What follows belongs to an exercise in optimizing a design on an open flow for small area, a short achievable clock period and few clock cycles per item; a production flow would make more cautious choices.

## rev 12
Design xt1_mod_codec, start of the top module:
module xt1_mod_codec (
  input  wire        clk,
  input  wire        rst,         
  input  wire        in_valid,
  output wire        in_ready,
  input  wire        in_mode,     
  input  wire [32:0] in_data,
  output reg         out_valid,
  output reg  [32:0] out_data,    
  output reg         out_erase    
);
  assign in_ready = 1'b1;
  reg        s0_v;
  reg        s0_mode;
  reg [32:0] s0_data;
  always @(posedge clk) begin
    s0_v    <= in_valid & ~rst;
    s0_mode <= in_mode;
    s0_data <= in_data;
  end
  wire n1 = ~s0_data[32];
  wire n2 = ~s0_data[31];
  wire n3 = ~s0_data[30];
  wire n4 = ~s0_data[29];
  wire n5 = ~s0_data[28];
  wire n6 = ~s0_data[27];
  wire n7 = ~s0_data[26];
  wire n8 = ~s0_data[25];
  wire n9 = ~s0_data[24];
  wire n10 = ~s0_data[23];
  wire n11 = ~s0_data[22];
  wire n12 = ~s0_data[21];
  wire n13 = ~s0_data[20];
  wire n14 = ~s0_data[19];
  wire n15 = ~s0_data[18];
  wire n16 = ~s0_data[17];
  wire n17 = ~s0_data[16];
  wire n18 = ~s0_data[15];
  wire n19 = ~s0_data[14];
  wire n20 = ~s0_data[13];
  wire n21 = ~s0_data[12];
  wire n22 = ~s0_data[11];
  wire n23 = ~s0_data[10];
  wire n24 = ~s0_data[9];
  wire n25 = ~s0_data[8];
  wire n26 = ~s0_data[7];
  wire fs27 = s0_data[0] ^ s0_data[30] ^ s0_data[22];
  wire fc28 = (s0_data[0] & s0_data[30]) | (s0_data[0] & s0_data[22]) | (s0_data[30] & s0_data[22]);
  wire fs29 = n18 ^ n26 ^ 1'b1;
  wire fc30 = (n18 & n26) | (n18 & 1'b1) | (n26 & 1'b1);
  wire fs31 = n2 ^ n25 ^ s0_data[1];
  wire fc32 = (n2 & n25) | (n2 & s0_data[1]) | (n25 & s0_data[1]);
  ...
Size: about 1500 cells after synthesis, ~0.018 mm² of cells after synthesis.
export LEC_CHECK = 0
export CAP_MARGIN = 20
export CORE_MARGIN = 2
export CORE_UTILIZATION = 55
export CTS_CLUSTER_DIAMETER = 80
export CTS_CLUSTER_SIZE = 30
export SLEW_MARGIN = 20
create_clock -name core_clock -period 160.0 [get_ports {clk}]
standard.sh (not shown) runs the stock make flow with config.mk's settings and CLKGATE_MAP_FILE= SYNTH_SCRIPT=/design/flow/synth_recipe.tcl, a recipe that flattens the netlist after the stock synthesis.
==> flow/flow/run.sh <==
#!/bin/bash
# Layout flow: the standard flow, with two changes.
#  1. After the standard synthesis, polfix.py flips full-adder cells (a full
#     adder computes the complements of its outputs from the complements of
#     its inputs) and rebuilds half adders from an XOR and an AND-type gate
#     where that suits their neighbours, so that fewer inverters sit between
#     them. Registers, their names and cell types, the ports and every other
#     cell stay as synthesis made them.
#  2. The port buffers are sky130_fd_sc_hd__buf_2 instead of the default
#     delay buffer.
# Each tool's output goes to a log file of its own in this folder.
set -euo pipefail
R=orfs/results/${FLOW_PLATFORM}/xt1_mod_codec/base

bash standard.sh synth > 1_synth.log 2>&1

python3 flow/polfix.py $R/1_2_yosys.v $R/1_2_yosys_polfix.v > 1_polfix.log 2>&1
cp $R/1_2_yosys.v 1_2_yosys_standard.v
cp $R/1_2_yosys_polfix.v $R/1_2_yosys.v
rm -f $R/1_synth.odb $R/1_synth.sdc

export BUFFER_PORTS_ARGS="-buffer_cell sky130_fd_sc_hd__buf_2"
bash standard.sh finish > 2_layout.log 2>&1
Other scripts of this flow, unchanged in this note and not shown: flow/flow/polfix.py
[inputs] rev 13 vs rev 12
- a change of CORE_UTILIZATION from 55 to 40
Results
- On total detailed-routing wirelength, rev 13 does worse than rev 12.
- Via count in rev 13 is about 2.7% above rev 12.
- Iteration count of the initial detailed-routing pass: rev 13 and rev 12 compared, higher one is rev 13
- Going from rev 12 to rev 13, actual slew at the worst max-slew pin shows a reduction of 0.014 ns, post-route worst setup slack shows a reduction of 0.62 ns, global-route usage shows a reduction of 6.5 points.
- Rev 13 finished every stage and its layout cleared the timing, DRC and antenna checks.
- Rev 12: all stages complete, timing, DRC and antenna checks passed
No functional check of the RTL was part of any run of this note.

==> afterwards: timing with drivers on the ports <==
No port has a modelled driver above. Below, the same layouts with a new extraction and two added sets of constraints. Step 1 sets driving cells, clkbuf_16 on the clock port and buf_2 on the other inputs (assumed; they add their load-dependent delay and slew). Step 2 times the ports against the registers' clock, not the clock port: input delays grow and output delays shrink by t, the midpoint of the rising clock arrivals with the driver on. Three values: no drivers, after step 1, after step 2; two values: the first two.
run | t (ns) | setup WS [ns] | worst hold slack (ns)
rev 12 | 0.551 | 126.407 / 126.407 / 126.407 | 0.321 / 0.321 / 0.321
rev 13 | 0.579 | 125.788 / 125.788 / 125.788 | 0.318 / 0.318 / 0.318
After both steps setup and hold are still met in every run listed.
